Background: an optimization exercise with open tools, aiming at small area, a short achievable clock period and few clock cycles. Do not read the settings as production practice. For this run, only the layout was checked, not whether the RTL still works. Power and IR drop assume default switching activity.

==> design/flow/design.v <==
module bx8_compress (
    input  wire [31:0] x,
    output wire [14:0] w
);
    wire [7:0]  ex = x[30:23];
    wire [22:0] f  = x[22:0];
    reg [4:0] lz;
    integer i;
    always @* begin
        lz = 5'd23;
        for (i = 0; i < 23; i = i + 1)
            if (f[i]) lz = 5'd22 - i[4:0];
    end
    wire [22:0] fs = f << lz;             
    wire [21:0] fsub = fs[21:0];          
    wire        nrm = (ex != 8'd0);
    wire [8:0]  e9  = nrm ? ({1'b0, ex} + 9'd23)
                    : ((f != 23'd0) ? (9'd23 - {4'd0, lz}) : 9'd0);
    wire [3:0]  fk  = nrm ? f[22:19] : fsub[21:18];
    wire        st  = nrm ? (|f[18:0]) : (|fsub[17:0]);
    assign w = {x[31], e9, fk, st};
endmodule
module bx8_elem_pre (
    input  wire [8:0]  e9,
    input  wire [7:0]  e_blk,
    input  wire [1:0]  fmt,
    output wire [9:0]  pre
);
    wire [8:0] k = {1'b0, e_blk} + ((fmt == 2'd1) ? 9'd23 : (fmt == 2'd3) ? 9'd9 : 9'd17);
    wire [9:0] d    = {1'b0, e9} - {1'b0, k};
    wire [9:0] nd   = {1'b0, k} - {1'b0, e9};
    wire       tiny = d[9];
    wire [2:0] t    = !tiny ? 3'd0
                    : ((nd[9:3] != 7'd0) || (nd[2:0] == 3'd7)) ? 3'd6 : nd[2:0];
    reg big;
    always @* begin
        case (fmt)
            2'd1:    big = (d[8:2] != 7'd0);
            2'd3:    big = (d[8:5] != 4'd0);
            default: big = (d[8:4] != 5'd0);
        endcase
    end
    assign pre = {tiny, t, big & !tiny, d[4:0]};
endmodule
module bx8_elem_round (
    input  wire [14:0] w,
    input  wire [9:0]  pre,
    input  wire [1:0]  fmt,
    output wire [7:0]  code,
    output wire        inexact,
    output wire        underflow,
    output wire        saturate
);
    wire       s    = w[14];
    wire       zero = (w[13:5] == 9'd0);
    wire [3:0] f    = w[4:1];
    wire       st   = w[0];
    wire       fj4  = (fmt == 2'd1);
    wire       fj8g = (fmt == 2'd3);
    wire       tiny = pre[9];
    wire [2:0] t    = pre[8:6];
    wire       big  = pre[5];
    wire [4:0] d    = pre[4:0];
    reg [4:0] ext;
    reg       sx;
    always @* begin
        if (fj4)       begin ext = {3'b001, f[3:2]};  sx = f[1] | f[0] | st; end
        else if (fj8g) begin ext = {2'b01, f[3:1]};   sx = f[0] | st;        end
        else           begin ext = {1'b1, f};         sx = st;               end
    end
    wire [10:0] sh      = {ext, 6'd0} >> t;
    wire [3:0]  kept    = sh[10:7];
    wire        rnd     = sh[6];
    wire        stk     = sx | (|sh[5:0]);
    wire [4:0]  rounded = {1'b0, kept} + {4'd0, rnd & (stk | kept[0])};
    reg [6:0] bsh;
    always @* begin
        if (tiny)      bsh = 7'd0;
        else if (fj4)  bsh = {4'd0, d[1:0], 1'b0};
        else if (fj8g) bsh = {d[4:0], 2'b0};
        else           bsh = {d[3:0], 3'b0};
    end
    wire [7:0] cmag = {1'b0, bsh} + {3'd0, rounded};
    wire       sat  = big | (fj4 ? (cmag[7:3] != 5'd0) : cmag[7]);
    wire [6:0] mag  = sat ? (fj4 ? 7'h07 : 7'h7F) : cmag[6:0];
    assign code      = (zero || mag == 7'd0) ? 8'h00
                     : fj4 ? {4'h0, s, mag[2:0]} : {s, mag};
    assign inexact   = !zero & (rnd | stk | sat);
    assign underflow = !zero & tiny & (rnd | stk);
    assign saturate  = !zero & sat;
endmodule
module bx8_choose_scale (
    input  wire [30:0] amax,
    input  wire [1:0]  fmt,
    output wire [7:0]  bx8
);
    wire [7:0]  ex = amax[30:23];
    wire [22:0] f  = amax[22:0];
    reg       gt;
    reg [4:0] ef;
    always @* begin
        case (fmt)
            2'd1:    begin ef = 5'd2;  gt = f[22] & (|f[21:0]); end
            2'd3:    begin ef = 5'd16; gt = (&f[22:21]) & (|f[20:0]); end
            default: begin ef = 5'd8;  gt = (&f[22:20]) & (|f[19:0]); end
        endcase
    end
    wire [8:0] t = {1'b0, ex} + {8'd0, gt} - {4'd0, ef};
    assign bx8 = ((ex == 8'd0) || t[8]) ? 8'h00 : t[7:0];
endmodule
module bx8_quant (
    input  wire        clk,
    input  wire        rst,         
    input  wire        in_valid,
    output wire        in_ready,
    input  wire [31:0] in_data,     
    input  wire [1:0]  in_fmt,      
    input  wire        in_given,    
    input  wire [7:0]  in_scale,    
    output wire        out_valid,
    input  wire        out_ready,
    output wire [7:0]  out_code,    
    output wire [7:0]  out_bx8,     
    output wire        out_last,    
    output wire [3:0]  out_flags    
);
    localparam integer N  = 67;     
    localparam integer RP = 64;     
    localparam integer W  = 15;     
    reg        in_ready_r;
    reg [5:0]  aidx;               
    reg        rin_v, rin_first, rin_last;
    reg [31:0] rin_d;              
    reg [1:0]  fmt_l;              
    reg        giv_l;
    reg [7:0]  scl_l;
    assign in_ready = in_ready_r;
    wire fire = in_valid & in_ready_r;
    always @(posedge clk) begin
        rin_d <= in_data;
        if (fire & (aidx == 6'd0)) begin
            fmt_l <= in_fmt;
            giv_l <= in_given;
            scl_l <= in_scale;
        end
    end
    reg  [W*N-1:0] ring;
    wire [W-1:0]   comp;
    bx8_compress u_comp (.x(rin_d), .w(comp));
    always @(posedge clk)
        ring <= {ring[W*(N-1)-1:0], rin_v ? comp : ring[W*N-1 -: W]};
    reg [7:0]  e_run;              
    reg        nf_l;               
    wire [7:0] e_x;
    bx8_choose_scale u_scale (.amax(rin_d[30:0]), .fmt(fmt_l), .bx8(e_x));
    wire       nf_x    = &rin_d[30:23];
    wire [7:0] e_run_n = (rin_first || e_x > e_run) ? e_x : e_run;
    wire       nf_n    = nf_x | (nf_l & ~rin_first);
    wire [7:0] e_blk   = nf_n ? 8'hFF : giv_l ? scl_l : e_run_n;
    always @(posedge clk) begin
        if (rin_v) begin
            e_run <= e_run_n;
            nf_l  <= nf_n;
        end
    end
    reg        pn_v, pn_nf;        
    reg [7:0]  pn_e;
    reg [1:0]  pn_fmt;
    reg        pc_v, pc_nf;        
    reg [7:0]  pc_e;
    reg [1:0]  pc_fmt;
    reg [6:0]  rdist;              
    reg [5:0]  ridx;               
    reg [2:0]  facc;               
    reg        ov;
    reg [7:0]  o_code, o_bx8;
    reg        o_last;
    reg [3:0]  o_flags;
    wire rcan    = (rdist == 7'd0) & pc_v;
    wire oload   = ~ov | out_ready;
    wire rd      = rcan & oload;
    wire rd_last = (ridx == 6'd63);
    wire xfer    = pn_v & (~pc_v | (rd & rd_last));
    wire [W-1:0] pword = ring[W*(RP-1) +: W];
    wire [W-1:0] rword = ring[W*RP +: W];
    wire [9:0]   pre_c, pre_n;
    bx8_elem_pre u_pre_c (.e9(pword[13:5]), .e_blk(pc_e), .fmt(pc_fmt), .pre(pre_c));
    bx8_elem_pre u_pre_n (.e9(pword[13:5]), .e_blk(pn_e), .fmt(pn_fmt), .pre(pre_n));
    reg  [9:0]   s1c, s1n;
    reg          sel1;
    always @(posedge clk) begin
        s1c  <= pre_c;
        s1n  <= pre_n;
        sel1 <= xfer;
    end
    wire [9:0] pre1 = sel1 ? s1n : s1c;
    wire [7:0] el_code;
    wire       el_inx, el_unf, el_sat;
    bx8_elem_round u_round (
        .w(rword), .pre(pre1), .fmt(pc_fmt),
        .code(el_code), .inexact(el_inx), .underflow(el_unf), .saturate(el_sat)
    );
    wire [2:0] el_fl = {el_sat, el_unf, el_inx};
    reg [6:0]  wd;                 
    reg [6:0]  cnt;                
    wire [6:0] cnt_p = cnt + 7'd1;
    wire [6:0] cnt_m = cnt - 7'd1;
    wire [6:0] cnt_n = fire ? (rd ? cnt : cnt_p) : (rd ? cnt_m : cnt);
    wire       lt0   = (cnt < N);           
    wire       lt1   = (cnt < N - 1);
    wire       ok_n  = fire ? (rd ? lt0 : lt1) : (rd | lt0);
    always @(posedge clk) begin
        if (rst) begin
            in_ready_r <= 1'b1;
            aidx       <= 6'd0;
            rin_v      <= 1'b0;
            rin_first  <= 1'b0;
            rin_last   <= 1'b0;
            wd         <= 7'd0;
            cnt        <= 7'd0;
            pn_v       <= 1'b0;
            pc_v       <= 1'b0;
            rdist      <= (RP + 2) % N;
            ridx       <= 6'd0;
            facc       <= 3'd0;
            ov         <= 1'b0;
        end else begin
            rin_v      <= fire;
            rin_first  <= fire & (aidx == 6'd0);
            rin_last   <= fire & (aidx == 6'd63);
            if (fire)
                aidx <= aidx + 6'd1;
            wd         <= fire ? 7'd0 : (wd == 7'd0) ? N - 1 : wd - 7'd1;
            cnt        <= cnt_n;
            in_ready_r <= (fire | (wd == 7'd1)) & ok_n;
            if (rin_last)
                pn_v <= 1'b1;
            else if (xfer)
                pn_v <= 1'b0;
            if (xfer)
                pc_v <= 1'b1;
            else if (rd & rd_last)
                pc_v <= 1'b0;
            if (!rd)
                rdist <= (rdist == 7'd0) ? N - 1 : rdist - 7'd1;
            if (rd) begin
                ridx <= ridx + 6'd1;
                facc <= rd_last ? 3'd0 : (facc | el_fl);
            end
            if (oload)
                ov <= rcan;
        end
    end
    always @(posedge clk) begin
        if (rin_last) begin
            pn_e   <= e_blk;
            pn_fmt <= fmt_l;
            pn_nf  <= nf_n;
        end
        if (xfer) begin
            pc_e   <= pn_e;
            pc_fmt <= pn_fmt;
            pc_nf  <= pn_nf;
        end
        if (oload) begin
            o_code  <= pc_nf ? ((pc_fmt == 2'd1) ? 8'h00 : 8'h80) : el_code;
            o_bx8   <= pc_e;
            o_last  <= rd_last;
            o_flags <= pc_nf ? 4'b1000 : {1'b0, facc | el_fl};
        end
    end
    assign out_valid = ov;
    assign out_code  = o_code;
    assign out_bx8   = o_bx8;
    assign out_last  = o_last;
    assign out_flags = o_flags;
endmodule
==> design/flow/run.sh <==
#!/bin/bash
# synth_recipe.tcl (not shown) runs the flow's synth.tcl, then flattens the netlist and writes it again
# the make line also repeats each setting of config.mk as NAME=value (left out here)
make -C /OpenROAD-flow-scripts/flow DESIGN_CONFIG=/design/flow/config.mk WORK_HOME=/design/flow/orfs CLKGATE_MAP_FILE= SYNTH_SCRIPT=/design/flow/synth_recipe.tcl finish
==> design/flow/config.mk <==
export PLATFORM = sky130hd
export DESIGN_NAME = bx8_quant
export DESIGN_NICKNAME = bx8_quant
export VERILOG_FILES = /design/flow/design.v
export SDC_FILE = /design/flow/constraint.sdc
export NUM_CORES = 4
export LEC_CHECK = 0
export CAP_MARGIN = 20
export CORE_MARGIN = 2
export CORE_UTILIZATION = 40
export PLACE_DENSITY = 0.6
export SLEW_MARGIN = 20
==> design/flow/constraint.sdc <==
create_clock -name core_clock -period 25.0 [get_ports {clk}]
set_input_delay 5.0000 -clock core_clock [delete_from_list [all_inputs] [get_ports {clk}]]
set_output_delay 5.0000 -clock core_clock [all_outputs]
set_load 0.01 [all_outputs]
==> flow_summary_export.csv <==
group,metric,value,unit
clocking,cts_tree,"built",
timing,slew_viol_final,0,
hold_path,hold_class,"reg2reg",
floorplanning,start_util,40.36,%
clocking,post_cts_buffers,0,
timing,hold_slack,0.3028,ns
setup_path,crit_path_start_kind,"primary input",
synthesis,ys_types,87,
setup_path,cpPeakStageDelay,0.74,ns
placement,hpwl,31480,um
setup_path,crit_type,"in2reg",
synthesis,ys.flop_type,"dfxtp_1",
synthesis,synth_compound_area_share,6.327,%
setup_path,critPathMaxFanout,24,
timing,min_period,7.294,ns
final_layout,synthToLayoutAreaGrowth,17.62,%
setup_path,crit_buf_inv,1,
timing,setup_tns,0,ns
global_route,grt_max_degree,38,
clocking,path_clk_slew,0.06,ns
synthesis,syn_avg_cell_area,14.15,um2
clocking,cts_buffer_depth,3,
final_layout,drive_gt1_share,9.602,%
synthesis,synth-xor-area-share,1.857,%
synthesis,synth_edf_count,63,
placement,gp_congestion,0.8321,
pwr,p_clk_share,42.4,%
setup_path,arrival,7.57,ns
pwr,leakagePower,14.75,nW
synthesis,synthAdderAreaFrac,3.992,%
pwr,p_int,3.011,mW
timing,fin_crit_sh,29.18,%
drt,drtPass1Iterations,5,
pwr,combPwrFrac,3.7,%
floorplanning,ios,70,
floorplanning,die_w,280.8,um
synthesis,synth_area,30650,um2
synthesis,synth_top_family_by_area,"compound AO/OA/AOI/OAI gates",
synthesis,synth_mux_area_share,2.306,%
clocking,insertion_delay,0.66,ns
run,drv_cap,0,
setup_path,end_kind,"flip-flop",
pwr,max-vdd-ir-drop,0.06475,mV
global_route,antenna_found_initial,2,
pwr,power_density,105.0,nW/um2
floorplanning,die_area,78860,um2
placement,port_buffers,69,
clocking,ctsHoldBuffers,0,
setup_path,crit_required,25.27,ns
drt,via_count,14974,
clocking,htree_levels,3,
clocking,numCtsBuffers,102,
setup_path,crit_family,"simple AND/OR/NAND/NOR gates",
timing,skew,0.03977,ns
global_route,track_usage,12.60,%
setup_path,cpMostUsedCell,"nor2b_1",
drt,routed_wl,48500,um
global_route,grt_pass1_wl,79650,um
timing,grt_setup_unrepaired,"false",
floorplanning,rows,101,
drt,drtAntennaViolNets,0,
pwr,pwr-share-seq,53.9,%
setup_path,slowest_stage,"nor2b_1",
timing,setup_viol,0,
final_layout,antenna_cells,0,
clocking,root_buffer,"clkbuf_16",
timing,max-slew-margin-rel,35.09,%
final_layout,layout.nets,2439,
pwr,power_switching,0.7727,mW
global_route,grt_pass1_vias,15297,
synthesis,synth-seq-cells,1164,
pwr,swShare,20.42,%
synthesis,synthSimpleGateAreaFrac,5.576,%
synthesis,yosys_warnings,5,
clocking,cts-resized-gates,0,
floorplanning,chipHeight,280.8,um
synthesis,syn_nets,2306,
status,status,"finished clean",
floorplanning,coreArea,75950,um2
drt,drc_errors,0,
drt,routedWlPerCell,14.20,um
setup_path,crit_chain,"clkdlybuf4s50_1 -> nand2b_2 -> nand3_1 -> nor3_1 -> nor2b_1 -> nor2b_1",
drt,first_iter_violations,717,
global_route,grt.overflow.total,0,
timing,tightest_slew,0.9736,ns
timing,max_freq,0.1371,GHz
synthesis,synthArstFlopShare,0,%
synthesis,netlist_instances,2166,
clocking,cts_sinks,1164,
timing,hold_violations,0,
drt,vias_per_cell,4.385,
synthesis,ys_seq_area_share,78.08,%
final_layout,fill_cells,6566,
logic make-up (layout without fill, tap and decap cells):
| group | after synthesis | in the layout |
|---|---|---|
| multiplexers | 64 | 64 |
| AND/OR/NAND/NOR | 351 | 351 |
| adder cells (fa/ha/maj) | 93 | 93 |
| buffers and inverters | 136 | 355 |
| flip-flops | 1164 | 1164 |
| AO/OA/AOI/OAI | 293 | 293 |
| XOR/XNOR | 65 | 65 |
power by group through the flow:
stage	clock network [mW]	registers [mW]	logic, mW
floorplan	0	2.06	0.109
global placement	0	2.08	0.135
detailed placement	0	2.08	0.140
CTS	1.65	2.04	0.141
global route	1.73	2.05	0.159
finish	1.60	2.04	0.140
worst reg2reg max path, cell delays in order (launching register included):
cell and delay [ns]:
dfxtp_1 0.41, nor4_1 0.54, nand2_1 0.22, nor3_1 0.23, nand3_1 0.22, nor2_1 0.18
nor2_1 0.05, o21ai_0 0.15, a221oi_1 0.11, ha_1 0.21, inv_1 0.06, ha_1 0.18
nor2b_1 0.06, o21ai_1 0.14, a21boi_0 0.11, o21ai_1 0.18, a21oi_1 0.13, nor4_2 0.68
nor4_1 0.18, ha_1 0.34, a21o_1 0.18, a21o_1 0.18, a21oi_1 0.14, o21ai_0 0.10
a21oi_1 0.64, mux2_2 0.45, mux2i_1 0.13, nand2_1 0.08
metal layers:
| metal | global-route usage [%] | wire (um) | vias to the layer above |
|---|---|---|---|
| li1 | - | - | 7518 |
| met1 | 16.86 | 23570 | 7071 |
| met2 | 19.69 | 21380 | 269 |
| met3 | 2.951 | 2010 | 116 |
| met4 | 5.087 | 1535 | 0 |
| met5 | 0 | 0 | - |
final timing paths:
path                            slack, ns  cells after the start                    end               from
worst max-delay path                17.71                      6    pc_fmt[1]$_DFFE_PP_          out_ready
worst min-delay path                 0.30                      0      ring[884]$_DFF_P_  ring[869]$_DFF_P_
worst max register to register      18.39                     27  pn_e[1]$_SDFFCE_PP1P_  rin_d[13]$_DFF_P_
worst min register to register       0.30                      0      ring[884]$_DFF_P_  ring[869]$_DFF_P_
cells in the mapped netlist, types with 7 or more instances:
cell	instances	area, um2
a211oi_1	11	82.58
a21boi_0	7	52.55
a21o_1	25	187.7
a21oi_1	95	475.5
a31oi_1	15	93.84
and3_1	8	50.05
buf_2	15	75.07
clkbuf_1	22	82.58
dfxtp_1	1101	22040
edfxtp_1	63	1892
fa_1	8	160.2
ha_1	85	1064
inv_1	89	334.1
mux2_2	20	225.2
mux2i_1	40	400.4
nand2_1	76	285.3
nand2b_1	17	106.4
nand3_1	13	65.06
nand4_1	7	43.79
nor2_1	116	435.4
nor2b_1	20	125.1
nor3_1	35	175.2
nor4_1	18	112.6
o21a_1	10	75.07
o21ai_0	50	250.2
o21ai_1	8	40.04
o21bai_1	15	112.6
or3_1	8	50.05
xnor2_1	37	324.1
xor2_1	28	245.2
sequential cells by signal, indices dropped and copies added (netlist names), 2 cells and up:
| name | count |
|---|---|
| facc | 3 |
| rdist | 7 |
| fmt_l | 2 |
| scl_l | 8 |
| pn_fmt | 2 |
| s1n | 10 |
| aidx | 6 |
| pc_fmt | 2 |
| e_run | 8 |
| wd | 7 |
| rin_d | 32 |
| ring | 1005 |
| o_flags | 4 |
| cnt | 7 |
| pc_e | 8 |
| ridx | 6 |
| pn_e | 8 |
| s1c | 10 |
| o_bx8 | 8 |
| o_code | 8 |
layout by cell type (no fill, tap or decap), types with 40 or more instances in the layout:
| master | Yosys | routed |
|---|---|---|
| dfxtp_1 | 1101 | 1101 |
| nor2_1 | 116 | 116 |
| clkbuf_16 | 0 | 105 |
| a21oi_1 | 95 | 95 |
| inv_1 | 89 | 89 |
| ha_1 | 85 | 85 |
| nand2_1 | 76 | 76 |
| clkdlybuf4s50_1 | 0 | 69 |
| edfxtp_1 | 63 | 63 |
| o21ai_0 | 50 | 50 |
| mux2i_1 | 40 | 40 |
area by class of cell:
cell class	instances	area, um2	share of cell area [%]
clock buffers	148	3009	8.347
clock inverters	42	588.1	1.631
inverters	91	341.6	0.9475
multi-input cells	866	6163	17.10
flip-flops and latches	1164	23930	66.38
well taps	1030	1289	3.575
repair buffers	74	728.2	2.020
through the flow:
step                power, mW  cells  setup slack [ns]  cell area [um2]  utilization, %
CTS                     3.835   3415             17.18            36050           47.47
global placement        2.214   3225             16.61            32450           42.73
detailed placement      2.222   3225             16.47            32450           42.73
finish                  3.784   3415             17.71            36050           47.47
floorplan               2.171   2166             17.77            30650               -
global route            3.946   3415             17.47            36050           47.47

[re-timing with driven ports]
How much do the figures lean on ideal ports? The routed layout below was timed once more, with nothing changed but the port constraints.
Step 1: set_driving_cell puts a clkbuf_16 on clk and a buf_2 on each other input, an assumption about the parent block.
Step 2 adds t to the input delays and takes it off the output delays; t is the mean of the earliest and latest rising clock arrival at the registers after step 1. Input paths then give back, and output paths get back, about the clock's delay inside the block.
a / b / c = ideal / step 1 / step 2; a / b = the first two.
t (ns): 0.698
setup slack, ns: 17.706 / 17.740 / 17.042
worst setup path at the end: input to register
slew at the worst register clock pin (ns): 0.07 / 0.07
worst slew at a driven data input, ns: 0.04
After both steps setup and hold are still met in this run. The setup slack of this run moves by +0.034 ns with the drivers and by -0.664 ns with both steps.
